Source: an optimization exercise on an open RTL-to-GDS flow (aim: small area, a short achievable clock period and few clock cycles per item). Production flows keep margins and buffers that such runs may drop.
The RTL was checked by simulation tests, not by an equivalence proof against the original design.
Power figures rest on the tool's default switching activity, not on a simulated workload.

File: run.sh
#!/bin/bash
# synth_recipe.tcl (not shown) runs the flow's synth.tcl, then flattens the netlist and writes it again
# the make line also repeats each setting of config.mk as NAME=value (left out here)
make -C /OpenROAD-flow-scripts/flow DESIGN_CONFIG=/design/flow/config.mk WORK_HOME=/design/flow/orfs CLKGATE_MAP_FILE= SYNTH_SCRIPT=/design/flow/synth_recipe.tcl finish
File: config.mk
export PLATFORM = sky130hd
export DESIGN_NAME = wfq_sched
export DESIGN_NICKNAME = wfq_sched
export VERILOG_FILES = /design/flow/design.v
export SDC_FILE = /design/flow/constraint.sdc
export NUM_CORES = 4
export LEC_CHECK = 0
export CAP_MARGIN = 20
export CORE_MARGIN = 2
export CORE_UTILIZATION = 25
export PLACE_DENSITY = 0.4
export SLEW_MARGIN = 20
File: constraint.sdc
create_clock -name core_clock -period 65.0 [get_ports {clk}]
set_input_delay 13.0000 -clock core_clock [delete_from_list [all_inputs] [get_ports {clk}]]
set_output_delay 13.0000 -clock core_clock [all_outputs]
set_load 0.01 [all_outputs]
File: design.v
module wfq_sched (
    input             clk,
    input             rst,           
    input             cmd_valid,
    output            cmd_ready,
    input      [2:0]  cmd_op,
    input      [3:0]  cmd_q,
    input      [63:0] cmd_arg,
    output reg        rsp_valid,
    output reg        rsp_none,
    output reg [3:0]  rsp_q,
    output reg [63:0] rsp_tag
);
    localparam OP_SETW   = 3'd0;
    localparam OP_ELIG   = 3'd1;
    localparam OP_SELECT = 3'd2;
    localparam OP_END    = 3'd3;
    localparam OP_REBASE = 3'd4;
    localparam OP_LOADF  = 3'd5;
    integer i, j, k;
    function cmp64;
        input [63:0] a;
        input [63:0] b;
        input        cin;
        reg   [63:0] g;
        reg   [63:0] p;
        integer w, n;
        begin
            g = a & ~b;
            p = a | ~b;
            g[0] = g[0] | (p[0] & cin);
            for (w = 1; w < 64; w = w * 2)
                for (n = 0; n < 63; n = n + 2 * w)
                    if (n + w < 63) begin
                        g[n] = g[n+w] | (p[n+w] & g[n]);
                        p[n] = p[n+w] & p[n];
                    end
            cmp64 = a[63] ^ ~b[63] ^ g[0];
        end
    endfunction
    function [63:0] add_cost;
        input [63:0] a;
        input [30:0] b;
        reg   [30:0] x;
        reg   [30:0] g;
        reg   [30:0] p;
        reg   [32:0] u;
        reg   [63:0] r;
        integer l, n, m;
        begin
            x = a[30:0] ^ b;
            g = a[30:0] & b;
            p = x;
            for (l = 0; l < 5; l = l + 1)
                for (n = 0; n < 31; n = n + 1)
                    if ((n >> l) & 1) begin
                        m = ((n >> l) << l) - 1;
                        g[n] = g[n] | (p[n] & g[m]);
                        p[n] = p[n] & p[m];
                    end
            r[0] = x[0];
            for (n = 1; n < 31; n = n + 1)
                r[n] = x[n] ^ g[n-1];
            u = a[63:31];
            for (l = 0; l < 6; l = l + 1)
                for (n = 0; n < 33; n = n + 1)
                    if ((n >> l) & 1) begin
                        m = ((n >> l) << l) - 1;
                        u[n] = u[n] & u[m];
                    end
            r[31] = a[31] ^ g[30];
            for (n = 1; n < 33; n = n + 1)
                r[31+n] = a[31+n] ^ (g[30] & u[n-1]);
            add_cost = r;
        end
    endfunction
    function [38:0] dstep;
        input [38:0] st;
        input [6:0]  wd;
        reg   [8:0]  w3;
        reg   [8:0]  t;
        reg   [9:0]  d1;
        reg   [9:0]  d2;
        reg   [9:0]  d3;
        reg   [6:0]  r;
        reg   [1:0]  qd;
        begin
            w3 = {2'b0, wd} + {1'b0, wd, 1'b0};
            t  = {st[38:32], st[31:30]};
            d1 = {1'b0, t} - {3'b0, wd};
            d2 = {1'b0, t} - {2'b0, wd, 1'b0};
            d3 = {1'b0, t} - {1'b0, w3};
            if (!d3[9]) begin
                r = d3[6:0]; qd = 2'd3;
            end else if (!d2[9]) begin
                r = d2[6:0]; qd = 2'd2;
            end else if (!d1[9]) begin
                r = d1[6:0]; qd = 2'd1;
            end else begin
                r = t[6:0]; qd = 2'd0;
            end
            dstep = {r, st[29:0], qd};
        end
    endfunction
    function [38:0] dsteps;
        input [38:0] st;
        input [6:0]  wd;
        input integer cnt;
        reg   [38:0] t;
        integer m;
        begin
            t = st;
            for (m = 0; m < 16; m = m + 1)
                if (m < cnt)
                    t = dstep(t, wd);
            dsteps = t;
        end
    endfunction
    reg        rst_r;
    reg        rdy;
    reg        busy;         
    reg [3:0]  fold_k;
    wire       accept = cmd_valid && rdy && !rst;
    wire       busy_next;
    wire       rl_wait;      
    wire       end_wait;     
    assign cmd_ready = rdy;
    reg        v1;
    reg [2:0]  op1;
    reg [3:0]  q1;
    reg [63:0] a1;
    wire       hold1 = busy || rl_wait || end_wait;
    always @(posedge clk) begin
        rst_r <= rst;
        rdy   <= !rst && !busy_next && !rl_wait &&
                 !(accept && (cmd_op == OP_REBASE || cmd_op == OP_LOADF)) &&
                 !(accept && cmd_op == OP_END && v1 && op1 == OP_END) &&
                 !(busy && end_wait);
        if (rst)
            v1 <= 1'b0;
        else if (!hold1)
            v1 <= accept;
        if (!hold1) begin
            op1 <= cmd_op;
            q1  <= cmd_q;
            a1  <= cmd_arg;
        end
    end
    reg [6:0] weight [0:15];
    wire       w_wr = v1 && op1 == OP_SETW && a1[6:0] != 7'd0;
    wire [6:0] w_wd = rst_r ? 7'd1 : a1[6:0];
    always @(posedge clk) begin
        for (k = 0; k < 16; k = k + 1)
            if (rst_r || (w_wr && q1 == k))
                weight[k] <= w_wd;
    end
    localparam NS = 5;            
    localparam DW = 47;           
    wire        hold = busy;
    wire [14:0] len20 = {1'b0, a1[13:0]} + 15'd20;
    wire [6:0]  w1    = weight[q1];
    reg           pv [1:NS];
    reg [2:0]     pop [1:NS];
    reg [3:0]     pq [1:NS];
    reg [DW-1:0]  pd [1:NS];
    reg           p2e;           
    reg           p4e;           
    wire        e1 = v1 && op1 == OP_END;
    wire        p1_end = pv[1] && pop[1] == OP_END;
    assign      end_wait = e1 && p1_end;
    wire [38:0] u0    = dsteps({7'd0, 1'b0, len20, 16'd0}, w1, 4);
    wire [38:0] u1_in = p2e ? pd[2][38:0] : pd[1][38:0];
    wire [6:0]  u1_w  = p2e ? pd[2][45:39] : pd[1][45:39];
    wire [38:0] u1    = dsteps(u1_in, u1_w, 3);
    wire [38:0] u2_in = p4e ? pd[4][38:0] : pd[3][38:0];
    wire [6:0]  u2_w  = p4e ? pd[4][45:39] : pd[3][45:39];
    wire [38:0] u2    = dsteps(u2_in, u2_w, 3);
    integer       ps;
    always @(posedge clk) begin
        for (ps = 1; ps <= NS; ps = ps + 1) begin
            if (rst)
                pv[ps] <= 1'b0;
            else if (!hold)
                pv[ps] <= (ps == 1) ? (v1 && !(op1 == OP_REBASE || op1 == OP_LOADF) && !end_wait)
                                    : pv[ps-1];
        end
        if (rst) begin
            p2e <= 1'b0;
            p4e <= 1'b0;
        end else if (!hold) begin
            p2e <= p1_end;
            p4e <= pv[3] && pop[3] == OP_END;
        end
        if (!hold) begin
            pop[1] <= op1;
            pq[1]  <= q1;
            pd[1]  <= {a1[16], w1, u0};
            pd[2]  <= {pd[1][46:39], u1};
            pd[3]  <= {pd[2][46:39], u1};
            pd[4]  <= {pd[3][46:39], u2};
            pd[5]  <= {pd[4][46:39], u2};
            for (ps = 2; ps <= NS; ps = ps + 1) begin
                pop[ps] <= pop[ps-1];
                pq[ps]  <= pq[ps-1];
            end
        end
    end
    wire       v4  = pv[NS];
    wire [2:0] op4 = pop[NS];
    wire [3:0] q4  = pq[NS];
    wire [46:0] d4 = pd[NS];
    wire       pipe_busy = pv[1] || pv[2] || pv[3] || pv[4] || pv[5];
    reg [63:0]  s_tag [0:15];
    reg [63:0]  f_tag [0:15];
    reg [15:0]  elig;
    reg [63:0]  vtime;
    reg [255:0] sb;
    wire        rl1     = v1 && (op1 == OP_REBASE || op1 == OP_LOADF);
    wire        rl_go   = rl1 && !pipe_busy && !busy;
    assign      rl_wait = rl1 && !rl_go;
    wire        ex      = v4 && !busy;
    wire        is_elig = ex && op4 == OP_ELIG;
    wire        is_sel  = ex && op4 == OP_SELECT;
    wire        is_end  = ex && op4 == OP_END;
    wire        is_reb  = rl_go && op1 == OP_REBASE;
    wire        is_ldf  = rl_go && op1 == OP_LOADF;
    wire [30:0] cost    = d4[30:0];
    wire        keep    = d4[46];
    wire [15:0] dq      = 16'd1 << q4;
    wire [15:0] dq1     = 16'd1 << q1;
    wire [15:0] dk      = 16'd1 << fold_k;
    reg [15:0] win;
    always @(*) begin
        for (i = 0; i < 16; i = i + 1) begin
            win[i] = elig[i];
            for (j = 0; j < 16; j = j + 1) begin
                if (j < i && elig[j] && !sb[j*16+i]) win[i] = 1'b0;
                if (j > i && elig[j] &&  sb[i*16+j]) win[i] = 1'b0;
            end
        end
    end
    wire found = |elig;
    reg [3:0] win_q;
    always @(*) begin
        win_q = 4'd0;
        for (i = 0; i < 16; i = i + 1)
            if (win[i]) win_q = win_q | i[3:0];
    end
    wire [15:0] ssel = (op4 == OP_SELECT) ? win : dq;
    wire [15:0] fsel = busy ? dk : dq;
    reg [63:0] s_rd;
    reg [63:0] f_rd;
    always @(*) begin
        s_rd = 64'd0;
        f_rd = 64'd0;
        for (i = 0; i < 16; i = i + 1) begin
            s_rd = s_rd | ({64{ssel[i]}} & s_tag[i]);
            f_rd = f_rd | ({64{fsel[i]}} & f_tag[i]);
        end
    end
    wire [63:0] new_f   = s_rd + {33'd0, cost};
    wire [63:0] later_v = cmp64(vtime, f_rd, 1'b1) ? f_rd : vtime;
    wire [63:0] xs = (op4 == OP_ELIG) ? later_v : new_f;    
    wire s_wr = is_elig || (is_end && keep);
    reg [15:0] cs;
    always @(*) begin
        for (j = 0; j < 16; j = j + 1)
            cs[j] = cmp64(xs, s_tag[j], j < q4);
    end
    wire [15:0] elig_after = keep ? elig : (elig & ~dq);
    wire        end_none   = is_end && elig_after == 16'd0;
    assign busy_next = !rst_r && (end_none || (busy && fold_k != 4'd15));
    genvar ga, gb;
    generate
        for (ga = 0; ga < 16; ga = ga + 1) begin : g_a
            for (gb = ga + 1; gb < 16; gb = gb + 1) begin : g_b
                always @(posedge clk) begin
                    if (rst_r || is_reb)
                        sb[ga*16+gb] <= 1'b0;
                    else if (s_wr && q4 == ga)
                        sb[ga*16+gb] <= !cs[gb];
                    else if (s_wr && q4 == gb)
                        sb[ga*16+gb] <= cs[ga];
                end
            end
        end
    endgenerate
    wire        all_wr  = rst_r || is_reb;
    wire [63:0] rb_data = rst_r ? 64'd0 : a1;
    wire [63:0] s_wd = all_wr ? rb_data : xs;
    wire [63:0] f_wd = (all_wr || is_ldf) ? rb_data : new_f;
    always @(posedge clk) begin
        for (k = 0; k < 16; k = k + 1) begin
            if (all_wr || (s_wr && dq[k]))
                s_tag[k] <= s_wd;
            if (all_wr || (is_end && dq[k]) || (is_ldf && dq1[k]))
                f_tag[k] <= f_wd;
        end
        if (all_wr)
            elig <= 16'd0;
        else if (is_elig)
            elig <= elig | dq;
        else if (is_end)
            elig <= elig_after;
        busy <= busy_next;
        if (!busy)
            fold_k <= 4'd0;
        else
            fold_k <= fold_k + 4'd1;
        if (all_wr)
            vtime <= rb_data;
        else if (busy)
            vtime <= (fold_k == 4'd0) ? f_rd : later_v;
        else if (is_sel && found)
            vtime <= s_rd;
        rsp_valid <= is_sel && !rst;
        rsp_none  <= !found;
        rsp_q     <= win_q;
        rsp_tag   <= found ? s_rd : vtime;
    end
endmodule
==> out/summary.txt, run 1 <==
Status: no timing/DRC/antenna violations
Synth Area in Simple Gates: 10.52%
DRC Markers: 0
Nets: 13088
Yosys warns: 8
Final Skew: 0.1466 ns
Seq/Total Area, Yosys: 54.99%
Iteration-0 DRC Markers: 21762
CTS tree: done
Pin count of the biggest net entering global routing: 111
Sw Pwr: 3709 µW
Asr flop ratio synth: 0%
Slowest CP cell: nor2_1
Finished Layout Cells: 20578
Tcrit/Tclk final: 24.03%
Chip width: 759.2 µm
TNS Setup: 0 ns
XOR/XNOR Fraction of Synth Area: 1.449%
Post-synth top area share: 51.89%
Slowest cell delay on critical path: 1.25 ns
Hold Buf Count CTS: 0
Fin crit period: 15.62 ns
Clock slew seen by the registers of the worst setup and hold paths: 0.06 ns
Antenna violations before repair: 77
Die Y: 759.2 µm
Die area: 576400 µm²
Comb pwr share: 46.3%
Buffers on Ports: 144
Hold Vio Cnt, Final: 0
EDFF count, synth: 2464
Vias per cell: 6.090
Clock latency (worst-skew pair): 1.09 ns
# IOs: 145
Post-synthesis adder-cell area fraction: 4.280%
Crit end category: flip-flop
Max-cap viol count: 0
Htree depth: 5
Wire per inst: 39.57 µm
Synthesized net count: 12893
Flop pwr share: 31.2%
Cell Rows: 277
Avg Cell Area, Syn: 11.39 µm²
Post-DP HPWL: 557.1 mm
CP Class: flip-flop to flip-flop
Worst EP required: 65.87 ns
CP Max Fanout: 38
Synthesized instance count: 12518
DRT Pass-1 Iters: 14
Prevailing post-synth register cell: edfxtp_1
Clock power frac: 22.4%
Vias after detailed routing: 125316
Final setup viols: 0
Clk buf depth: 4
Placed insts: 19906
Switching portion of total power: 43.13%
Largest area contributor in the netlist: edfxtp_1
CTS Buf Count: 337
Max-slew violations: 0
Post_cts resized: 0
FMAX: 0.06403 GHz
TritonCTS Sinks: 2685
Layout cells sized above 1: 12.34%
First-pass GRT wire length: 1077 mm
Grt ovf: 0
Post-CTS Repair Setup Buffers: 0
Worst VDD drop: 0.1745 mV
Hold slack: 0.4156 ns
Area delta synth->final: 17.04%
Initial core utilization: 25.07%
Number of global-route vias before repair: 116757
Synth Cell Area: 142600 µm²
Gr usage total: 26.88%
Synth Area in Compound Gates: 21.81%
Int Pwr: 4889 µW
FF+latch count, synth: 2685
Largest cells by area after synthesis: edfxtp_1 (52%), a22oi_1 (4.4%), dfxtp_1 (3.1%)
Leakage: 0.05717 µW
RSZ-0062 raised after global routing: no
P per Cell Area: 51.52 nW/µm²
Slew headroom: 14.43%
Worst-Margin Slew: 1.283 ns
Placeable core area: 568700 µm²
Post-Route WL: 814.4 mm
Clock Tree Root: clkbuf_16
Nature of the critical path startpoint: flip-flop
Main combinational cell family by area after synthesis: compound AO/OA/AOI/OAI gates
Mux contribution to synthesized area: 3.540%
RD Place Congestion: 0.9853
Min-delay worst type: flip-flop to flip-flop
Worst Path Arrival: 16.48 ns
Synth cell types: 123
Antenna-violating nets left: 0
## Yosys cell counts, drive strengths merged (82+ instances only)
master / instances
clkbuf: 597
dfxtp: 221
buf: 280
nor2: 739
mux2: 186
a31oi: 118
a22oi: 830
inv: 293
a22o: 258
nand2b: 160
a222oi: 246
nor3: 102
and3: 156
xnor2: 176
ha: 270
o21ai: 802
a21oi: 639
a21o: 123
maj3: 209
o22ai: 178
nand3: 339
nand4: 191
o21bai: 90
edfxtp: 2464
nand2: 900
a221oi: 275
nand3b: 82
mux2i: 265
## cell families after synthesis
kind of cell,after synthesis
xor+xnor,235
flops,2685
mux,464
fa+ha+maj,510
compound gates,4372
buf+inv,1175
simple gates,3077
## path summary, 6_finish.rpt
path | end | start | slack [ns] | cells past startpoint
worst max-delay path | sb[42] | pq[5][2] | 49.38 | 38
worst max register to register | sb[42] | pq[5][2] | 49.38 | 38
worst min-delay path | pd[5][46] | pd[4][46] | 0.42 | 0
worst min register to register | pd[5][46] | pd[4][46] | 0.42 | 0
## area by class of cell
cell class                      count  area (µm²)
Multi-Input combinational cell   8658       60860
Clock inverter                    180        1740
Sequential cell                  2685       78430
Inverter                          298        1126
Fill cell                       58079      401900
Tap cell                         7533        9425
Antenna cell                       57       142.6
Clock buffer                      434        9233
Timing Repair Buffer              733        5924
## flip-flops by register name, indices dropped and copies added (netlist names), 3 cells and up
signal,flops
pop,15
s_tag,1024
q1,4
fold_k,4
weight,112
sb,120
vtime,64
pq,20
f_tag,1024
rsp_q,4
pv,5
pd,134
a1,64
rsp_tag,64
elig,16
op1,3
## metrics by stage
stage / setup slack, ns / total power, µW / instance area (µm²) / utilization, %
after detailed placement: 50.07 / 6629 / 155700 / 27.38
after CTS: 49.88 / 8569 / 166700 / 29.31
after global placement: 50.06 / 6629 / 155600 / 27.37
after floorplan: 51.29 / 5170 / 142600 / -
final: 49.38 / 8598 / 166900 / 29.34
after global routing: 49.59 / 9044 / 166800 / 29.33
## power groups by stage
stage                     sequential, µW  clock (µW)  combinational, µW
after floorplan                     2560           0               2610
after global placement              2710           0               3920
after detailed placement            2700           0               3920
after CTS                           2670        1950               3950
after global routing                2710        2010               4330
final                               2690        1930               3980
## critical path: cells and delay by family (launching register included)
kind,cells,cell delay [ns]
XOR/XNOR,2,0.87
AND/OR/NAND/NOR,9,4.52
multiplexers,2,0.95
buffers and inverters,5,1.59
AO/OA/AOI/OAI,17,6.10
flip-flops,1,0.38
adder cells (fa/ha/maj),3,0.77
## metal layers
metal  share of wire [%]  up-vias  wire, µm  global-route usage, %
met4                 6.7       32     54310                  15.13
met1                  41    63981    333600                  36.21
met5               0.035        -       289                 0.2645
met2                  42     8826    340000                  39.23
met3                  11     1968     86180                  6.635
li1                    -    50509         -                      -
## placed cells by master, fill, tap and decap left out, drive strengths merged, types with 246 or more instances in the layout
| master | count |
|---|---|
| a222oi | 246 |
| nor2 | 739 |
| a221oi | 275 |
| nand3 | 339 |
| nand2 | 900 |
| mux2i | 265 |
| buf | 589 |
| clkbuf | 434 |
| a22o | 258 |
| ha | 270 |
| a21oi | 639 |
| o21ai | 802 |
| edfxtp | 2464 |
| a22oi | 830 |
| inv | 306 |
Testbench counts, summed over its fixed seeds: cycles 24,096, items 24,000.
==> run 2, diff against run 1 <==
--- a/design.v
+++ b/design.v
@@ -9,7 +9,7 @@
     output reg        rsp_valid,
     output reg        rsp_none,
     output reg [3:0]  rsp_q,
-    output reg [63:0] rsp_tag
+    output     [63:0] rsp_tag
 );
     localparam OP_SETW   = 3'd0;
     localparam OP_ELIG   = 3'd1;
@@ -163,6 +163,7 @@
     reg [2:0]     pop [1:NS];
     reg [3:0]     pq [1:NS];
     reg [DW-1:0]  pd [1:NS];
+    reg [15:0]    dq5;           
     reg           p2e;           
     reg           p4e;           
     wire        e1 = v1 && op1 == OP_END;
@@ -199,6 +200,7 @@
             pd[3]  <= {pd[2][46:39], u1};
             pd[4]  <= {pd[3][46:39], u2};
             pd[5]  <= {pd[4][46:39], u2};
+            dq5    <= 16'd1 << pq[4];
             for (ps = 2; ps <= NS; ps = ps + 1) begin
                 pop[ps] <= pop[ps-1];
                 pq[ps]  <= pq[ps-1];
@@ -214,6 +216,7 @@
     reg [63:0]  f_tag [0:15];
     reg [15:0]  elig;
     reg [63:0]  vtime;
+    assign rsp_tag = vtime;
     reg [255:0] sb;
     wire        rl1     = v1 && (op1 == OP_REBASE || op1 == OP_LOADF);
     wire        rl_go   = rl1 && !pipe_busy && !busy;
@@ -226,7 +229,7 @@
     wire        is_ldf  = rl_go && op1 == OP_LOADF;
     wire [30:0] cost    = d4[30:0];
     wire        keep    = d4[46];
-    wire [15:0] dq      = 16'd1 << q4;
+    wire [15:0] dq      = dq5;
     wire [15:0] dq1     = 16'd1 << q1;
     wire [15:0] dk      = 16'd1 << fold_k;
     reg [15:0] win;
@@ -259,13 +262,13 @@
         end
     end
     wire [63:0] new_f   = s_rd + {33'd0, cost};
-    wire [63:0] later_v = cmp64(vtime, f_rd, 1'b1) ? f_rd : vtime;
+    wire [63:0] later_v = (cmp64(vtime, f_rd, 1'b1) || (busy && fold_k == 4'd0)) ? f_rd : vtime;
     wire [63:0] xs = (op4 == OP_ELIG) ? later_v : new_f;    
     wire s_wr = is_elig || (is_end && keep);
     reg [15:0] cs;
     always @(*) begin
         for (j = 0; j < 16; j = j + 1)
-            cs[j] = cmp64(xs, s_tag[j], j < q4);
+            cs[j] = cmp64(xs, s_tag[j], |(dq >> (j + 1)));
     end
     wire [15:0] elig_after = keep ? elig : (elig & ~dq);
     wire        end_none   = is_end && elig_after == 16'd0;
@@ -277,9 +280,9 @@
                 always @(posedge clk) begin
                     if (rst_r || is_reb)
                         sb[ga*16+gb] <= 1'b0;
-                    else if (s_wr && q4 == ga)
+                    else if (s_wr && dq[ga])
                         sb[ga*16+gb] <= !cs[gb];
-                    else if (s_wr && q4 == gb)
+                    else if (s_wr && dq[gb])
                         sb[ga*16+gb] <= cs[ga];
                 end
             end
@@ -310,12 +313,11 @@
         if (all_wr)
             vtime <= rb_data;
         else if (busy)
-            vtime <= (fold_k == 4'd0) ? f_rd : later_v;
+            vtime <= later_v;
         else if (is_sel && found)
             vtime <= s_rd;
         rsp_valid <= is_sel && !rst;
         rsp_none  <= !found;
         rsp_q     <= win_q;
-        rsp_tag   <= found ? s_rd : vtime;
     end
 endmodule
==> flow/run.sh (new file) <==
#!/bin/bash
# Standard layout, with two changes: the port buffers are
# sky130_fd_sc_hd__buf_4 instead of the cell buffer_ports picks by default,
# and the repair_timing run after clock tree synthesis aims at a 14.2 ns
# period (setup margin 50.8 ns against the 65 ns clock), which makes it
# size up the register-to-port paths. Each run of standard.sh logs to its
# own file; ORFS's own logs are under orfs/logs.
set -euo pipefail
export BUFFER_PORTS_ARGS="-buffer_cell sky130_fd_sc_hd__buf_4"
bash standard.sh synth floorplan place > standard_place.log 2>&1
SETUP_SLACK_MARGIN=50.8 bash standard.sh cts > standard_cts.log 2>&1
bash standard.sh > standard_finish.log 2>&1
==> standard.sh (new file) <==
#!/bin/bash
# synth_recipe.tcl (not shown) runs the flow's synth.tcl, then flattens the netlist and writes it again
# the make line also repeats each setting of config.mk as NAME=value (left out here)
make -C /OpenROAD-flow-scripts/flow DESIGN_CONFIG=/design/flow/config.mk WORK_HOME=/design/flow/orfs CLKGATE_MAP_FILE= SYNTH_SCRIPT=/design/flow/synth_recipe.tcl "${@:-finish}"
--- a/config.mk
+++ b/config.mk
@@ -7,6 +7,7 @@
 export LEC_CHECK = 0
 export CAP_MARGIN = 20
 export CORE_MARGIN = 2
-export CORE_UTILIZATION = 25
-export PLACE_DENSITY = 0.4
+export CORE_UTILIZATION = 55
+export CTS_BUF_LIST = sky130_fd_sc_hd__clkbuf_8
+export PLACE_DENSITY = 0.65
 export SLEW_MARGIN = 20
removed: run.sh
==> out/summary.txt, run 2 <==
Count leader, synth: edfxtp_1
Hold slack: 0.3788 ns (-0.03682 ns)
Post-Route WL: 588.3 mm (-28%)
Pin count of the biggest net entering global routing: 100 (-9.9%)
Asr flop ratio synth: 0% (unchanged)
CP Max Fanout: 2 (-95%)
Cell family with most CP delay: flip-flops
Biggest regs: f_tag (1024), s_tag (1024), pd (134)
Vias after detailed routing: 112830 (-10%)
Hold Buf Count CTS: 0 (unchanged)
Placeable core area: 240100 µm² (-58%)
Clk buf depth: 4 (unchanged)
Seq/Total Area, Yosys: 58.43% (+3.4 points)
Htree depth: 5 (unchanged)
Synth Cell Area: 132600 µm² (-7.0%)
Area delta synth->final: 11.53%
EDFF count, synth: 2476 (+0.49%)
FMAX: 0.06776 GHz (+5.8%)
Crit end category: primary output
Leakage: 0.05342 µW (-6.6%)
Hold Vio Cnt, Final: 0 (unchanged)
Slew headroom: 10.72% (-3.7 points)
Avg Cell Area, Syn: 11.83 µm² (+3.8%)
Largest cells by area after synthesis: edfxtp_1 (56%), o21ai_0 (3.5%), a22oi_1 (3.4%)
TritonCTS Sinks: 2633 (-1.9%)
Largest area contributor in the netlist: edfxtp_1
WL met1: 200.3 mm (-40%)
Most common cell after layout, fill and taps aside: edfxtp_1
Status: no timing/DRC/antenna violations
Vias per cell: 7.488 (+23%)
Slowest CP cell: edfxtp_1
Prevailing post-synth register cell: edfxtp_1
RSZ-0062 raised after global routing: no
Grt ovf: 0 (unchanged)
Synth cell types: 122 (-0.81%)
Antenna-violating nets left: 0 (unchanged)
DRC Markers: 0 (unchanged)
Placed Area: 138600 µm² (-11%)
CTS tree: done
Min-delay worst type: flip-flop to flip-flop
Fin crit period: 14.76 ns (-0.8604 ns)
Most frequent cells in the layout: edfxtp_1 (2476), o21ai_0 (901), nand2_1 (867), a22oi_1 (609), buf_4 (566)
Cell Rows: 180 (-35%)
Gr usage total: 46.81% (+20 points)
Worst-Margin Slew: 1.336 ns (+0.05297 ns)
Synthesized instance count: 11213 (-10%)
Buffers on Ports: 144 (unchanged)
First-pass GRT wire length: 808.8 mm (-25%)
RD Place Congestion: 1.060 (+7.5%)
Antenna violations before repair: 39 (-49%)
Number of global-route vias before repair: 104248 (-11%)
Commonest cells in the netlist: edfxtp_1 (2476), o21ai_0 (933), nand2_1 (884), a22oi_1 (609), nor2_1 (524)
Register area: 77520 µm² (-1.2%)
Worst-path cell chain: buf_6
Synthesized net count: 11588 (-10%)
Worst Path Buf+Inv: 1 (-4)
TNS Setup: 0 ns (unchanged)
Chip width: 495.1 µm (-35%)
Worst VDD drop: 0.2007 mV (+15%)
Worst Path Arrival: 1.76 ns (-14.72 ns)
Max layer used: met5
Iteration-0 DRC Markers: 21629 (-0.61%)
Die area: 245100 µm² (-57%)
Wire length on met3: 85.01 mm (-1.4%)
# IOs: 145 (unchanged)
Tcrit/Tclk final: 22.70% (-1.3 points)
Slowest cell delay on critical path: 0.49 ns (-0.76 ns)
Post-synth top area share: 56.06% (+4.2 points)
Clock slew seen by the registers of the worst setup and hold paths: 0.06 ns (about the same)
CTS Buf Count: 445 (+32%)
Max-cap viol count: 0 (unchanged)
Max-slew violations: 0 (unchanged)
CP Class: flip-flop to primary output
DRT Pass-1 Iters: 15 (+1)
Layout cells sized above 1: 13.80% (+1.5 points)
Yosys warns: 8 (unchanged)
Worst EP required: 52.00 ns (-13.87 ns)
Clock latency (worst-skew pair): 1.18 ns (+0.09 ns)
Final core utilization: 61.61% (+32 points)
Design area: 147900 µm² (-11%)
Nature of the critical path startpoint: flip-flop
Final setup viols: 0 (unchanged)
P per Cell Area: 53.47 nW/µm² (+3.8%)
Clock Tree Root: clkbuf_8
Fillers: 19159 (-67%)
Footprint of the multi-input gates: 51910 µm² (-15%)
Initial core utilization: 55.24% (+30 points)
Met2 Wirelength: 245.3 mm (-28%)
Final Skew: 0.1190 ns (-0.02763 ns)
FF+latch count, synth: 2633 (-1.9%)
Post-DP HPWL: 400.1 mm (-28%)
Wire per inst: 39.04 µm (-1.3%)
Nets: 11899 (-9.1%)
Die Y: 495.1 µm (-35%)
run 2: metal layers:
metal  GRT usage [%]  vias up
met1           59.34    54647
met4           35.97       38
met2           67.28    10505
li1                -    45309
met5               0        -
met3           14.11     2331
run 2: logic make-up after synthesis:
| group | Yosys count | share of synthesized area [%] |
|---|---|---|
| AO/OA/AOI/OAI | 3975 | 20.94 |
| XOR/XNOR | 218 | 1.505 |
| adder cells (fa/ha/maj) | 468 | 4.294 |
| buffers and inverters | 1050 | 3.445 |
| flip-flops | 2633 | 58.43 |
| multiplexers | 201 | 1.602 |
| AND/OR/NAND/NOR | 2668 | 9.788 |
run 2: per-stage QoR:
stage	worst slack, ns	total power, µW	instances
after floorplan	45.58	5046	11213
after global placement	51.05	6227	14190
after detailed placement	51.12	6310	14196
after CTS	50.20	7766	15046
after global routing	50.21	8238	15056
final	50.24	7909	15068
run 2: worst register-to-register path, delay by kind of cell, from the launching register on:
family          cells  cell delay (ns)
flops               1             0.61
buf+inv             5             0.97
compound gates     23             4.23
mux                 5             1.82
fa+ha+maj           4             1.39
xor+xnor            1             0.42
simple gates       17             3.86
run 2: final cells by class:
| class | count | share of cell area [%] |
|---|---|---|
| clock buffer | 453 | 4.215 |
| timing repair buffer | 632 | 3.379 |
| sequential | 2633 | 52.41 |
| clock inverter | 337 | 1.464 |
| multi-input combinational | 7530 | 35.09 |
| inverter | 282 | 0.7224 |
| antenna | 16 | 0.02707 |
| tap | 3185 | 2.694 |
run 2: what timing repair did:
| item | 4_1_cts | 5_1_grt |
|---|---|---|
| resized for setup | 70 | 0 |
| endpoints found under the setup margin | 71 | 0 |
| buffers inserted | 60 | 0 |
run 2: worst paths after layout:
path                                 from    endpoint  slack [ns]  cells past startpoint
worst max-delay path             vtime[9]  rsp_tag[9]       50.24                      1
worst min-delay path            pop[2][1]   pop[3][1]        0.38                      0
worst max register to register      q1[1]   pd[1][34]       51.44                     55
worst min register to register  pop[2][1]   pop[3][1]        0.38                      0
run 2: report_power, final:
part           leakage, µW  switching (µW)  internal [µW]
Sequential          0.0267             236           2340
Clock              0.00480             707            757
Combinational       0.0219            2520           1350
Testbench counts of run 2, summed over its fixed seeds: cycles 24,096, items 24,000.
==> run 3, diff against run 2 <==
--- a/design.v
+++ b/design.v
@@ -128,6 +128,7 @@
     reg        v1;
     reg [2:0]  op1;
     reg [3:0]  q1;
+    reg [15:0] dq1;          
     reg [63:0] a1;
     wire       hold1 = busy || rl_wait || end_wait;
     always @(posedge clk) begin
@@ -143,6 +144,7 @@
         if (!hold1) begin
             op1 <= cmd_op;
             q1  <= cmd_q;
+            dq1 <= 16'd1 << cmd_q;
             a1  <= cmd_arg;
         end
     end
@@ -151,14 +153,19 @@
     wire [6:0] w_wd = rst_r ? 7'd1 : a1[6:0];
     always @(posedge clk) begin
         for (k = 0; k < 16; k = k + 1)
-            if (rst_r || (w_wr && q1 == k))
+            if (rst_r || (w_wr && dq1[k]))
                 weight[k] <= w_wd;
     end
     localparam NS = 5;            
     localparam DW = 47;           
     wire        hold = busy;
     wire [14:0] len20 = {1'b0, a1[13:0]} + 15'd20;
-    wire [6:0]  w1    = weight[q1];
+    reg  [6:0]  w1;
+    always @(*) begin
+        w1 = 7'd0;
+        for (i = 0; i < 16; i = i + 1)
+            w1 = w1 | ({7{dq1[i]}} & weight[i]);
+    end
     reg           pv [1:NS];
     reg [2:0]     pop [1:NS];
     reg [3:0]     pq [1:NS];
@@ -230,7 +237,6 @@
     wire [30:0] cost    = d4[30:0];
     wire        keep    = d4[46];
     wire [15:0] dq      = dq5;
-    wire [15:0] dq1     = 16'd1 << q1;
     wire [15:0] dk      = 16'd1 << fold_k;
     reg [15:0] win;
     always @(*) begin
--- a/config.mk
+++ b/config.mk
@@ -8,6 +8,5 @@
 export CAP_MARGIN = 20
 export CORE_MARGIN = 2
 export CORE_UTILIZATION = 55
-export CTS_BUF_LIST = sky130_fd_sc_hd__clkbuf_8
 export PLACE_DENSITY = 0.65
 export SLEW_MARGIN = 20
==> out/summary.txt, run 3 <==
Chip width: 498.4 µm (+0.68%)
Hold Vio Cnt, Final: 0 (unchanged)
Clk buf depth: 4 (unchanged)
Asr flop ratio synth: 0% (unchanged)
Nature of the critical path startpoint: flip-flop
Largest area contributor in the netlist: edfxtp_1
Post-Route WL: 591.8 mm (+0.60%)
Iteration-0 DRC Markers: 23222 (+7.4%)
Slowest cell delay on critical path: 0.49 ns (about the same)
Yosys warns: 8 (unchanged)
Htree depth: 5 (unchanged)
Synth cell types: 122 (unchanged)
Most frequent cells in the layout: edfxtp_1 (2492), o21ai_0 (1092), nand2_1 (760), a22oi_1 (590), nor2_1 (569)
Max-slew violations: 0 (unchanged)
P per Cell Area: 54.86 nW/µm² (+2.6%)
Pin count of the biggest net entering global routing: 158 (+58%)
DRC Markers: 0 (unchanged)
Worst VDD drop: 0.1542 mV (-23%)
Commonest cells in the netlist: edfxtp_1 (2492), o21ai_0 (1117), nand2_1 (776), a22oi_1 (591), nor2_1 (583)
Avg Cell Area, Syn: 11.78 µm² (-0.38%)
Wire per inst: 39.68 µm (+1.6%)
Vias per cell: 7.688 (+2.7%)
Worst Path Buf+Inv: 1 (unchanged)
Worst EP required: 52.00 ns (about the same)
Min-delay worst type: flip-flop to flip-flop
Leakage: 0.05317 µW (-0.47%)
Synthesized net count: 11774 (+1.6%)
TNS Setup: 0 ns (unchanged)
Nets: 11863 (-0.30%)
Final Skew: 0.1239 ns (+0.004933 ns)
Prevailing post-synth register cell: edfxtp_1
Number of global-route vias before repair: 105167 (+0.88%)
FF+latch count, synth: 2649 (+0.61%)
Clock slew seen by the registers of the worst setup and hold paths: 0.06 ns (about the same)
Hold Buf Count CTS: 0 (unchanged)
CTS Buf Count: 295 (-34%)
Antenna violations before repair: 30 (-23%)
Placeable core area: 243200 µm² (+1.3%)
Clock latency (worst-skew pair): 1.03 ns (-0.15 ns)
Clock Tree Root: clkbuf_16
Worst-path cell chain: buf_6
Most common cell after layout, fill and taps aside: edfxtp_1
Tcrit/Tclk final: 22.51% (-0.20 points)
Crit end category: primary output
RD Place Congestion: 1.053 (-0.60%)
Initial core utilization: 55.28% (about the same)
Vias after detailed routing: 114679 (+1.6%)
Slowest CP cell: edfxtp_1
Post-synth top area share: 55.65% (-0.41 points)
Die Y: 498.4 µm (+0.68%)
FMAX: 0.06836 GHz (+0.89%)
Die area: 248400 µm² (+1.4%)
Max-cap viol count: 0 (unchanged)
Largest cells by area after synthesis: edfxtp_1 (56%), o21ai_0 (4.2%), a22oi_1 (3.3%)
Post-DP HPWL: 400.5 mm (+0.11%)
Cell family with most CP delay: flip-flops
RSZ-0062 raised after global routing: no
# IOs: 145 (unchanged)
Antenna-violating nets left: 0 (unchanged)
CTS tree: done
Slew headroom: 10.81% (+0.089 points)
Synth Cell Area: 134500 µm² (+1.4%)
Fin crit period: 14.63 ns (-0.1295 ns)
Area delta synth->final: 12.01%
Seq/Total Area, Yosys: 57.99% (-0.44 points)
Biggest regs: f_tag (1024), s_tag (1024), pd (134)
Cell Rows: 181 (+0.56%)
Overall Power: 8262 µW (+4.5%)
Gr usage total: 46.13% (-0.68 points)
TritonCTS Sinks: 2649 (+0.61%)
Status: no timing/DRC/antenna violations
Grt ovf: 0 (unchanged)
Worst Path Arrival: 1.63 ns (-0.13 ns)
CP Max Fanout: 5 (+3)
Count leader, synth: edfxtp_1
Worst-Margin Slew: 1.338 ns (+0.001419 ns)
DRT Pass-1 Iters: 14 (-1)
Synthesized instance count: 11411 (+1.8%)
Buffers on Ports: 144 (unchanged)
EDFF count, synth: 2492 (+0.65%)
Final setup viols: 0 (unchanged)
CP Class: flip-flop to primary output
Layout cells sized above 1: 12.44% (-1.4 points)
First-pass GRT wire length: 816.9 mm (+1.0%)
run 3: cell count changes after synthesis, sizes merged, moves of 32 or more:
cell | previous run | this run
clkbuf | 387 | 501
a21oi | 512 | 461
inv | 280 | 242
o32ai | 12 | 56
nand2 | 884 | 776
a211o | 57 | 25
o21ai | 982 | 1144
buf | 381 | 312
nor2 | 525 | 583
nand3b | 7 | 72
nand3 | 272 | 168
run 3: area by class of cell:
class / count / area (µm²)
Clock buffer: 363 / 7784
Fill cell: 18819 / 92620
Clock inverter: 137 / 1358
Antenna cell: 11 / 27.53
Timing Repair Buffer: 605 / 4851
Tap cell: 3202 / 4006
Sequential cell: 2649 / 77990
Inverter: 243 / 919.6
Multi-Input combinational cell: 7706 / 53670
run 3: where the power goes:
group          internal [µW]  switching, µW  total, µW
Sequential              2360            236       2590
Clock                    944            704       1650
Combinational           1410           2610       4020
run 3: worst paths after layout:
kind	startpoint	to	slack, ns	depth (start not counted)
max	vtime[41]	rsp_tag[41]	50.37	1
min	pd[4][46]	pd[5][46]	0.42	0
max reg2reg	dq1[11]	pd[1][33]	51.41	49
min reg2reg	pd[4][46]	pd[5][46]	0.42	0
run 3: kinds of logic after synthesis:
logic type / count (synthesis) / share of synthesized area [%]
DFF: 2649 / 57.99
xor gates and xnor gates: 230 / 1.546
and+or+nand+nor: 2654 / 9.921
muxes: 229 / 1.792
buffers and inverters: 1056 / 3.283
adders and majority gates: 465 / 4.167
AOI/OAI and AO/OA: 4128 / 21.30
run 3: what timing repair did:
item	4_1_cts	5_1_grt
resized for setup	75	0
hold endpoints to repair	0	0
buffers inserted	62	0
endpoints found under the setup margin	71	0
run 3: stage by stage:
step	utilization [%]	setup WS (ns)	hold WS (ns)	cell area (µm²)	instances
4_1_cts	61.86	50.36	0.4196	150500	14905
6_report	61.92	50.37	0.4178	150600	14916
2_1_floorplan	-	45.94	0.4003	134500	11411
3_3_place_gp	57.78	50.80	0.4011	140500	14343
5_1_grt	61.91	50.34	0.4278	150600	14906
3_5_place_dp	57.80	50.83	0.4061	140600	14343
run 3: layer usage:
layer,global-route usage (%),routed length [µm],vias up
li1,-,-,45677
met5,0,187,-
met2,65.30,244100,10645
met4,25.81,42090,16
met3,14.99,92840,2034
met1,62.58,212700,56307
Testbench counts of run 3, summed over its fixed seeds: cycles 24,096, items 24,000.
==> run 4, diff against run 3 <==
==> flow/run.sh (replaced) <==
#!/bin/bash
# Standard layout, with these changes:
# - the port buffers are sky130_fd_sc_hd__buf_4 instead of the cell
#   buffer_ports picks by default;
# - the repair_timing run after clock tree synthesis aims at a 14.2 ns
#   period (setup margin 50.8 ns against the 65 ns clock), and the one
#   after global routing, with its better parasitics, at 13.8 ns (margin
#   51.2 ns), so that the longest paths between registers are sized up.
# The clock, its period and the constraints are the design's. Each run of
# standard.sh logs to its own file; ORFS's own logs are under orfs/logs.
set -euo pipefail
export BUFFER_PORTS_ARGS="-buffer_cell sky130_fd_sc_hd__buf_4"
bash standard.sh synth floorplan place > standard_place.log 2>&1
SETUP_SLACK_MARGIN=50.8 bash standard.sh cts > standard_cts.log 2>&1
SETUP_SLACK_MARGIN=51.2 bash standard.sh grt > standard_grt.log 2>&1
bash standard.sh > standard_finish.log 2>&1
==> out/summary.txt, run 4 <==
R2R depth: 32 (-35%)
Cell Rows: 181 (unchanged)
Synth cell types: 122 (unchanged)
Count leader, synth: edfxtp_1
Most frequent cells in the layout: edfxtp_1 (2492), o21ai_0 (1092), nand2_1 (760), a22oi_1 (590), nor2_1 (569)
Final Skew: 0.1247 ns (+0.0008450 ns)
Max layer used: met5
Yosys warns: 8 (unchanged)
Antenna-violating nets left: 0 (unchanged)
Cell family with most CP delay: flip-flops
Clock slew seen by the registers of the worst setup and hold paths: 0.06 ns (about the same)
# IOs: 145 (unchanged)
Antenna violations before repair: 30 (unchanged)
FF+latch count, synth: 2649 (unchanged)
Asr flop ratio synth: 0% (unchanged)
Post-Route WL: 591.7 mm (about the same)
Clk buf depth: 4 (unchanged)
WL met1: 212.2 mm (-0.20%)
DRC Markers: 0 (unchanged)
Synthesized net count: 11774 (unchanged)
Tcrit/Tclk final: 22.51% (about the same)
Min-delay worst type: flip-flop to flip-flop
Main combinational cell family by area after synthesis: compound AO/OA/AOI/OAI gates
Max-cap viol count: 0 (unchanged)
Die area: 248400 µm² (unchanged)
Initial core utilization: 55.28% (unchanged)
Chip width: 498.4 µm (unchanged)
Synth Area in Compound Gates: 21.30% (unchanged)
WP depth: 1 (unchanged)
Final setup viols: 0 (unchanged)
CP Class: flip-flop to primary output
Fillers: 18814 (-0.027%)
Sw Pwr: 3560 µW (+0.19%)
Min-Delay Startpoint: pd[4][46]
Slowest cell delay on critical path: 0.49 ns (about the same)
Die Y: 498.4 µm (unchanged)
Clock latency (worst-skew pair): 1.03 ns (about the same)
Pin count of the biggest net entering global routing: 158 (unchanged)
Slew headroom: 9.284% (-1.5 points)
FMAX: 0.06835 GHz (about the same)
Status: no timing/DRC/antenna violations
Switching portion of total power: 43.04% (about the same)
Area delta synth->final: 12.12% (about the same)
Synthesized instance count: 11411 (unchanged)
Synth Cell Area: 134500 µm² (unchanged)
Layout cells sized above 1: 12.59% (+0.15 points)
CTS Buf Count: 295 (unchanged)
Int Pwr: 4710 µW (about the same)
Worst-Margin Slew: 1.361 ns (+0.02286 ns)
Commonest cells in the netlist: edfxtp_1 (2492), o21ai_0 (1117), nand2_1 (776), a22oi_1 (591), nor2_1 (583)
Max-slew violations: 0 (unchanged)
Flop-to-flop setup slack: 51.67 ns (+0.26 ns)
Synth Area in Simple Gates: 9.921% (unchanged)
Reg2reg start: busy
Nature of the critical path startpoint: flip-flop
Crit end category: primary output
Hold Vio Cnt, Final: 0 (unchanged)
Largest cells by area after synthesis: edfxtp_1 (56%), o21ai_0 (4.2%), a22oi_1 (3.3%)
Post-synthesis adder-cell area fraction: 4.167% (unchanged)
Iteration-0 DRC Markers: 23365 (+0.62%)
Worst VDD drop: 0.1528 mV (-0.93%)
Flop pwr share: 31.4% (about the same)
FF-to-FF End: sb[121]
Finished Layout Cells: 14936 (+0.13%)
RD Place Congestion: 1.053 (unchanged)
Wire length on met3: 93.64 mm (+0.87%)
Clock power frac: 19.9% (about the same)
Post-DP HPWL: 400.5 mm (unchanged)
Min-Delay Path Depth: 0 (unchanged)
RSZ-0062 raised after global routing: yes
Nets: 11880 (+0.14%)
Hold slack: 0.4179 ns (+0.00002400 ns)
EDFF count, synth: 2492 (unchanged)
Met2 Wirelength: 242.7 mm (-0.56%)
TNS Setup: 0 ns (unchanged)
XOR/XNOR Fraction of Synth Area: 1.546% (unchanged)
Vias per cell: 7.669 (-0.26%)
Comb pwr share: 48.7% (about the same)
Leakage: 0.05326 µW (+0.17%)
Wire per inst: 39.61 µm (-0.16%)
Worst EP required: 52.00 ns (about the same)
Grt ovf: 0 (unchanged)
Buffers on Ports: 144 (unchanged)
P per Cell Area: 54.86 nW/µm² (about the same)
Avg Cell Area, Syn: 11.78 µm² (unchanged)
Placed insts: 14343 (unchanged)
Worst Path Buf+Inv: 1 (unchanged)
Seq/Total Area, Yosys: 57.99% (unchanged)
Post-synth top area share: 55.65% (unchanged)
DRT Pass-1 Iters: 14 (unchanged)
Number of global-route vias before repair: 105167 (unchanged)
Clock Tree Root: clkbuf_16
Htree depth: 5 (unchanged)
Gr usage total: 46.13% (unchanged)
Most common cell after layout, fill and taps aside: edfxtp_1
CP Max Fanout: 5 (unchanged)
CTS tree: done
Worst hold path endpoint: pd[5][46]
Vias after detailed routing: 114538 (-0.12%)
Fin crit period: 14.63 ns (+0.002200 ns)
Worst Path Arrival: 1.63 ns (about the same)
Slowest CP cell: edfxtp_1
Placeable core area: 243200 µm² (unchanged)
TritonCTS Sinks: 2649 (unchanged)
Largest area contributor in the netlist: edfxtp_1
First-pass GRT wire length: 816.9 mm (unchanged)
Worst-path cell chain: buf_6
Biggest regs: f_tag (1024), s_tag (1024), pd (134)
Mux contribution to synthesized area: 1.792% (unchanged)
Prevailing post-synth register cell: edfxtp_1
run 4: cell counts after synthesis:
Identical to the previous run, type by type.
run 4: cell families after synthesis:
kind of cell | Yosys count
compound gates | 4128
xor+xnor | 230
fa+ha+maj | 465
buf+inv | 1056
flops | 2649
mux | 229
simple gates | 2654
run 4: metal layers:
metal | vias to the layer above | global-route usage [%]
li1 | 45717 | -
met5 | - | 0
met3 | 2094 | 14.99
met4 | 12 | 25.81
met2 | 10747 | 65.30
met1 | 55968 | 62.58
run 4: through the flow:
stage | power [µW] | cell area, µm² | utilization (%) | setup WS (ns)
floorplan | 5111 | 134500 | - | 45.94
global placement | 6340 | 140500 | 57.78 | 50.80
detailed placement | 6442 | 140600 | 57.80 | 50.83
CTS | 8085 | 150500 | 61.86 | 50.36
global route | 8601 | 150700 | 61.97 | 50.34
finish | 8270 | 150800 | 61.98 | 50.37
run 4: worst max path at each step:
stage | startpoint | slack [ns] | to
after floorplan | busy | 45.94 | vtime[0]
after global placement | rst | 50.80 | rsp_valid
after detailed placement | rst | 50.83 | rsp_valid
after CTS | vtime[41] | 50.36 | rsp_tag[41]
after global routing | vtime[41] | 50.34 | rsp_tag[41]
final | vtime[41] | 50.37 | rsp_tag[41]
run 4: layout make-up:
type | instances | area [µm²] | share of cell area, %
diodes | 14 | 35.03 | 0.02324
clock inverters | 137 | 1358 | 0.9005
flip-flops and latches | 2649 | 77990 | 51.74
well taps | 3202 | 4006 | 2.658
multi-input cells | 7706 | 53680 | 35.60
inverters | 243 | 919.6 | 0.6100
repair buffers | 622 | 4982 | 3.305
clock buffers | 363 | 7784 | 5.163
run 4: power groups by stage:
| stage | registers (µW) | logic [µW] | clock network, µW |
|---|---|---|---|
| after floorplan | 2500 | 2610 | 0 |
| after detailed placement | 2610 | 3840 | 0 |
| after global routing | 2600 | 4290 | 1700 |
| after global placement | 2590 | 3750 | 0 |
| after CTS | 2570 | 3870 | 1640 |
| final | 2590 | 4030 | 1650 |
run 4: timing repair:
| item | 4_1_cts | 5_1_grt |
|---|---|---|
| setup endpoints to repair | 71 | 80 |
| gates resized for setup | 75 | 5 |
| hold buffers | 0 | 0 |
| buffers inserted | 62 | 17 |
==> run 5, diff against run 4 <==
--- a/config.mk
+++ b/config.mk
@@ -8,5 +8,7 @@
 export CAP_MARGIN = 20
 export CORE_MARGIN = 2
 export CORE_UTILIZATION = 55
+export CTS_CLUSTER_DIAMETER = 120
+export CTS_CLUSTER_SIZE = 24
 export PLACE_DENSITY = 0.65
 export SLEW_MARGIN = 20
==> out/summary.txt, run 5 <==
Iteration-0 DRC Markers: 23615 (+1.1%)
Worst EP required: 52.00 ns (about the same)
Chip width: 498.4 µm (unchanged)
Asr flop ratio synth: 0% (unchanged)
Hold Vio Cnt, Final: 0 (unchanged)
RD Place Congestion: 1.053 (unchanged)
Antenna violations before repair: 29 (-3.3%)
Commonest cells in the netlist: edfxtp_1 (2492), o21ai_0 (1117), nand2_1 (776), a22oi_1 (591), nor2_1 (583)
Antenna-violating nets left: 0 (unchanged)
Reg2reg start: elig[0]
Fillers: 19312 (+2.6%)
Hold slack: 0.4060 ns (-0.01186 ns)
Die area: 248400 µm² (unchanged)
Status: no timing/DRC/antenna violations
Layout cells sized above 1: 10.86% (-1.7 points)
TNS Setup: 0 ns (unchanged)
P per Cell Area: 52.02 nW/µm² (-5.2%)
Worst-Margin Slew: 1.394 ns (+0.03290 ns)
Worst VDD drop: 0.1519 mV (-0.60%)
Most frequent cells in the layout: edfxtp_1 (2492), o21ai_0 (1092), nand2_1 (760), a22oi_1 (590), nor2_1 (570)
Min-delay worst type: flip-flop to flip-flop
Post-synth top area share: 55.65% (unchanged)
RSZ-0062 raised after global routing: yes
Grt ovf: 0 (unchanged)
Buffers on Ports: 144 (unchanged)
Wire per inst: 40.15 µm (+1.3%)
Vias per cell: 7.732 (+0.83%)
Gr usage total: 45.68% (-0.45 points)
Worst Path Arrival: 1.57 ns (-0.06 ns)
FF+latch count, synth: 2649 (unchanged)
Min-Delay Startpoint: pq[1][0]
Most common cell after layout, fill and taps aside: edfxtp_1
First-pass GRT wire length: 807.7 mm (-1.1%)
Synth cell types: 122 (unchanged)
Synth Cell Area: 134500 µm² (unchanged)
Setup ws final: 50.43 ns (+0.06240 ns)
Pin count of the biggest net entering global routing: 158 (unchanged)
Htree depth: 4 (-1)
EDFF count, synth: 2492 (unchanged)
DRT Pass-1 Iters: 17 (+3)
Largest area contributor in the netlist: edfxtp_1
Seq/Total Area, Yosys: 57.99% (unchanged)
Cell family with most CP delay: flip-flops
Number of global-route vias before repair: 103406 (-1.7%)
FMAX: 0.06864 GHz (+0.43%)
Pre-CTS setup slack: 50.83 ns (unchanged)
CP Class: flip-flop to primary output
Crit end category: primary output
Yosys warns: 8 (unchanged)
Initial core utilization: 55.28% (unchanged)
Leakage: 0.05067 µW (-4.9%)
Overall Power: 7563 µW (-8.6%)
CTS Buf Count: 130 (-56%)
# IOs: 145 (unchanged)
Clock latency (worst-skew pair): 0.90 ns (-0.13 ns)
Area delta synth->final: 8.127%
CTS tree: done
DRC Markers: 0 (unchanged)
Worst Path Buf+Inv: 1 (unchanged)
Clk buf depth: 3 (-1)
Post-DP HPWL: 400.5 mm (unchanged)
Clock Tree Root: clkbuf_16
Count leader, synth: edfxtp_1
Post-Route WL: 586.4 mm (-0.89%)
Synthesized net count: 11774 (unchanged)
Max-slew violations: 0 (unchanged)
Slowest cell delay on critical path: 0.52 ns (+0.03 ns)
Vias after detailed routing: 112935 (-1.4%)
Slowest CP cell: edfxtp_1
Synthesized instance count: 11411 (unchanged)
Nets: 11717 (-1.4%)
Placeable core area: 243200 µm² (unchanged)
Cell Rows: 181 (unchanged)
Biggest regs: f_tag (1024), s_tag (1024), pd (134)
Hold Buf Count CTS: 0 (unchanged)
Prevailing post-synth register cell: edfxtp_1
Die Y: 498.4 µm (unchanged)
CP startpoint: vtime[41]
Final setup viols: 0 (unchanged)
Fin crit period: 14.57 ns (-0.06240 ns)
Largest cells by area after synthesis: edfxtp_1 (56%), o21ai_0 (4.2%), a22oi_1 (3.3%)
Worst-path cell chain: buf_6
Max-cap viol count: 0 (unchanged)
Tcrit/Tclk final: 22.41% (-0.096 points)
TritonCTS Sinks: 2649 (unchanged)
Final Skew: 0.05905 ns (-0.06570 ns)
Nature of the critical path startpoint: flip-flop
Slew headroom: 7.090% (-2.2 points)
CP Max Fanout: 5 (unchanged)
Avg Cell Area, Syn: 11.78 µm² (unchanged)
Clock slew seen by the registers of the worst setup and hold paths: 0.11 ns (+0.05 ns)
-- run 5: cell counts after synthesis --
Identical to the previous run, type by type.
-- run 5: path summary, 6_finish.rpt --
| path | end | slack, ns | cells past startpoint |
|---|---|---|---|
| hold / removal | pq[2][0] | 0.41 | 0 |
| hold reg to reg | pq[2][0] | 0.41 | 0 |
| setup / recovery | rsp_tag[41] | 50.43 | 1 |
| setup reg to reg | sb[47] | 51.66 | 37 |
-- run 5: per-layer routing --
metal	up-vias	GRT usage [%]	routed length (µm)
met5	-	0	70
met4	10	23.93	40240
met3	1885	14.17	91350
met2	10373	65.26	242100
met1	55489	62.55	212600
li1	45178	-	-
-- run 5: timing repair --
action | CTS | global route
gates resized for setup | 76 | 5
buffers inserted | 63 | 17
endpoints found under the setup margin | 71 | 80
-- run 5: where the power goes --
| part | switching (µW) | total [µW] | leakage [µW] | internal [µW] |
|---|---|---|---|---|
| clock network | 573 | 953 | 0.00182 | 380 |
| logic | 2610 | 4020 | 0.0219 | 1410 |
| registers | 235 | 2590 | 0.0270 | 2350 |
| total | 3420 | 7560 | 0.0507 | 4140 |
-- run 5: through the flow --
step | cell area [µm²] | util, % | std cells
2_1_floorplan | 134500 | - | 11411
3_3_place_gp | 140500 | 57.78 | 14343
3_5_place_dp | 140600 | 57.80 | 14343
4_1_cts | 145100 | 59.66 | 14578
5_1_grt | 145400 | 59.77 | 14597
6_report | 145400 | 59.78 | 14606
-- run 5: final cells by class --
cell class | count | area (µm²) | area share (%)
Sequential cell | 2649 | 77990 | 53.65
Multi-Input combinational cell | 7706 | 53680 | 36.92
Timing Repair Buffer | 624 | 5001 | 3.440
Tap cell | 3202 | 4006 | 2.756
Clock buffer | 150 | 3328 | 2.289
Inverter | 243 | 919.6 | 0.6325
Clock inverter | 22 | 431.7 | 0.2969
Antenna cell | 10 | 25.02 | 0.01721
-- run 5: logic make-up (layout without fill, tap and decap cells) --
kind of cell,after synthesis,in the layout,share of synthesized area (%)
AOI/OAI and AO/OA,4128,4128,21.30
and+or+nand+nor,2654,2654,9.921
DFF,2649,2649,57.99
buffers and inverters,1056,1039,3.283
adders and majority gates,465,465,4.167
xor gates and xnor gates,230,230,1.546
muxes,229,229,1.792
other,0,10,0
==> run 6, diff against run 5 <==
--- a/design.v
+++ b/design.v
@@ -128,7 +128,6 @@
     reg        v1;
     reg [2:0]  op1;
     reg [3:0]  q1;
-    reg [15:0] dq1;          
     reg [63:0] a1;
     wire       hold1 = busy || rl_wait || end_wait;
     always @(posedge clk) begin
@@ -144,7 +143,6 @@
         if (!hold1) begin
             op1 <= cmd_op;
             q1  <= cmd_q;
-            dq1 <= 16'd1 << cmd_q;
             a1  <= cmd_arg;
         end
     end
@@ -153,19 +151,14 @@
     wire [6:0] w_wd = rst_r ? 7'd1 : a1[6:0];
     always @(posedge clk) begin
         for (k = 0; k < 16; k = k + 1)
-            if (rst_r || (w_wr && dq1[k]))
+            if (rst_r || (w_wr && q1 == k))
                 weight[k] <= w_wd;
     end
     localparam NS = 5;            
     localparam DW = 47;           
     wire        hold = busy;
     wire [14:0] len20 = {1'b0, a1[13:0]} + 15'd20;
-    reg  [6:0]  w1;
-    always @(*) begin
-        w1 = 7'd0;
-        for (i = 0; i < 16; i = i + 1)
-            w1 = w1 | ({7{dq1[i]}} & weight[i]);
-    end
+    wire [6:0]  w1    = weight[q1];
     reg           pv [1:NS];
     reg [2:0]     pop [1:NS];
     reg [3:0]     pq [1:NS];
@@ -237,6 +230,7 @@
     wire [30:0] cost    = d4[30:0];
     wire        keep    = d4[46];
     wire [15:0] dq      = dq5;
+    wire [15:0] dq1     = 16'd1 << q1;
     wire [15:0] dk      = 16'd1 << fold_k;
     reg [15:0] win;
     always @(*) begin
==> out/summary.txt, run 6 <==
Antenna violations before repair: 32 (+10%)
Min-delay worst type: flip-flop to flip-flop
CTS tree: done
Number of global-route vias before repair: 101180 (-2.2%)
Post-DP HPWL: 400.1 mm (-0.11%)
Nature of the critical path startpoint: flip-flop
Area delta synth->final: 7.983%
Synthesized instance count: 11213 (-1.7%)
TNS Setup: 0 ns (unchanged)
Slowest cell delay on critical path: 0.52 ns (about the same)
Antenna-violating nets left: 0 (unchanged)
Register area: 77520 µm² (-0.61%)
Clock latency (worst-skew pair): 0.91 ns (about the same)
RD Place Congestion: 1.060 (+0.61%)
FF-to-FF End: sb[74]
TritonCTS Sinks: 2633 (-0.60%)
Grt ovf: 0 (unchanged)
DRC Markers: 0 (unchanged)
FMAX: 0.06873 GHz (+0.12%)
Design area: 143200 µm² (-1.5%)
R2R depth: 33 (-11%)
Synth cell types: 122 (unchanged)
FF+latch count, synth: 2633 (-0.60%)
Htree depth: 3 (-1)
Post-synth top area share: 56.06% (+0.41 points)
Pre-CTS setup slack: 51.12 ns (+0.2901 ns)
P per Cell Area: 51.20 nW/µm² (-1.6%)
Flop-to-flop setup slack: 51.70 ns (+0.04 ns)
Chip width: 495.1 µm (-0.68%)
Initial core utilization: 55.24% (about the same)
Clock slew seen by the registers of the worst setup and hold paths: 0.11 ns (about the same)
Worst-path cell chain: buf_6
First-pass GRT wire length: 795.7 mm (-1.5%)
Setup ws final: 50.45 ns (+0.01790 ns)
Worst Path Buf+Inv: 1 (unchanged)
Asr flop ratio synth: 0% (unchanged)
Fin crit period: 14.55 ns (-0.01790 ns)
DRT Pass-1 Iters: 10 (-7)
Overall Power: 7332 µW (-3.0%)
# IOs: 145 (unchanged)
Die area: 245100 µm² (-1.4%)
Slew headroom: 16.02% (+8.9 points)
Seq/Total Area, Yosys: 58.43% (+0.44 points)
Most frequent cells in the layout: edfxtp_1 (2476), o21ai_0 (901), nand2_1 (867), a22oi_1 (609), buf_4 (581)
Biggest regs: f_tag (1024), s_tag (1024), pd (134)
Commonest cells in the netlist: edfxtp_1 (2476), o21ai_0 (933), nand2_1 (884), a22oi_1 (609), nor2_1 (524)
Vias after detailed routing: 110005 (-2.6%)
Count leader, synth: edfxtp_1
Nets: 11597 (-1.0%)
Cell family with most CP delay: flip-flops
Prevailing post-synth register cell: edfxtp_1
Final setup viols: 0 (unchanged)
Synthesized net count: 11588 (-1.6%)
Placed Area: 138600 µm² (-1.4%)
Vias per cell: 7.583 (-1.9%)
Pin count of the biggest net entering global routing: 100 (-37%)
Worst Path Arrival: 1.55 ns (-0.02 ns)
Min-Delay Startpoint: pd[2][46]
Largest cells by area after synthesis: edfxtp_1 (56%), o21ai_0 (3.5%), a22oi_1 (3.4%)
Worst hold path endpoint: pd[3][46]
CTS Buf Count: 119 (-8.5%)
Cell Rows: 180 (-0.55%)
Reg2reg start: busy
Yosys warns: 8 (unchanged)
Max-cap viol count: 0 (unchanged)
Iteration-0 DRC Markers: 21470 (-9.1%)
CP Max Fanout: 2 (-3)
Gr usage total: 46.15% (+0.47 points)
Largest area contributor in the netlist: edfxtp_1
RSZ-0062 raised after global routing: yes
Fillers: 19384 (+0.37%)
Wire per inst: 39.99 µm (-0.38%)
Final Skew: 0.06866 ns (+0.009608 ns)
Buffers on Ports: 144 (unchanged)
Placeable core area: 240100 µm² (-1.3%)
Crit end category: primary output
Leakage: 0.05037 µW (-0.59%)
Min-Delay Path Depth: 0 (unchanged)
Synth Cell Area: 132600 µm² (-1.4%)
Footprint of the multi-input gates: 51960 µm² (-3.2%)
Most common cell after layout, fill and taps aside: edfxtp_1
Clk buf depth: 3 (unchanged)
Worst VDD drop: 0.2007 mV (+32%)
Die Y: 495.1 µm (-0.68%)
EDFF count, synth: 2476 (-0.64%)
Hold slack: 0.4188 ns (+0.01278 ns)
Slowest CP cell: edfxtp_1
Worst-Margin Slew: 1.253 ns (-0.1408 ns)
Layout cells sized above 1: 10.98% (+0.12 points)
Tcrit/Tclk final: 22.39% (-0.028 points)
Avg Cell Area, Syn: 11.83 µm² (+0.38%)
Clock Tree Root: clkbuf_16
Status: no timing/DRC/antenna violations
Worst EP required: 52.00 ns (about the same)
Hold Vio Cnt, Final: 0 (unchanged)
Max-slew violations: 0 (unchanged)
CP Class: flip-flop to primary output
Post-Route WL: 580.1 mm (-1.1%)
## run 6: cell types whose count changed in the layout (fill, tap and decap cells not counted), moves of 46 or more
cell	change
o21ai_0	-191
clkbuf_1	+46
nand3_1	+104
a21oi_1	+53
nand3b_1	-65
nand2_1	+107
nor2_1	-59
## run 6: worst max-delay path by stage
stage | startpoint | end | cells after the start
after global routing | vtime[4] | rsp_tag[4] | 1
final | vtime[4] | rsp_tag[4] | 1
after detailed placement | rst | rdy | 4
after floorplan | busy | vtime[0] | 8
after CTS | vtime[9] | rsp_tag[9] | 1
after global placement | rst | rdy | 4
## run 6: power breakdown
part	total, µW	switching, µW	leakage (µW)	internal [µW]
Sequential	2570	235	0.0267	2340
Clock	904	555	0.00162	349
Combinational	3860	2510	0.0220	1350
## run 6: stage by stage
stage | std cells | utilization [%]
after CTS | 14448 | 59.45
final | 14506 | 59.65
after floorplan | 11213 | -
after global routing | 14480 | 59.63
after global placement | 14190 | 57.70
after detailed placement | 14196 | 57.75
## run 6: cell type report
type	count	share of cell area [%]
Antenna cell	27	0.04718
Multi-Input combinational cell	7530	36.28
Inverter	282	0.7487
Sequential cell	2633	54.13
Clock buffer	186	2.270
Tap cell	3185	2.783
Timing Repair Buffer	656	3.634
Clock inverter	7	0.1101
## run 6: repair_timing
action                                  4_1_cts  5_1_grt
endpoints found under the setup margin       71       80
hold buffers                                  0        0
resized for setup                            70       24
buffers inserted                             59       26
## run 6: logic make-up after synthesis
kind of cell,after synthesis,share of synthesized area [%]
mux,201,1.602
buf+inv,1050,3.445
fa+ha+maj,468,4.294
compound gates,3975,20.94
flops,2633,58.43
xor+xnor,218,1.505
simple gates,2668,9.788
## run 6: layer usage
layer,part of all wire [%],track usage (%),vias to the layer above
met5,0.024,0,-
li1,-,-,44447
met2,42,66.60,9752
met3,14,12.63,1988
met4,9.6,35.30,20
met1,35,59.21,53798
Testbench counts of run 6, summed over its fixed seeds: cycles 24,096, items 24,000.

## re-timing with driven ports
Ports are ideal in the flow. The routed layouts listed here were re-timed in OpenROAD. Step 1: set_driving_cell puts a clkbuf_16 on clk and a buf_2 on each other input, an assumption about the parent block. Step 2 also shifts input and output timing later by t, the mid clock arrival at the registers, as if the neighbouring blocks saw the same clock. Slacks: ideal ports / drivers / drivers and shift; pairs: ideal ports / drivers.
run	t, ns	setup WS [ns]	pins driven straight from the clock port
run 1	1.148	49.381 / 49.381 / 49.381	1
run 2	1.220	50.242 / 50.138 / 51.030	1
run 3	1.066	50.371 / 50.271 / 50.636	1
run 4	1.069	50.369 / 50.265 / 50.707	1
run 5	0.966	50.432 / 50.333 / 50.720	1
run 6	0.988	50.450 / 50.341 / 51.073	1
After both steps every run listed still meets setup and hold.
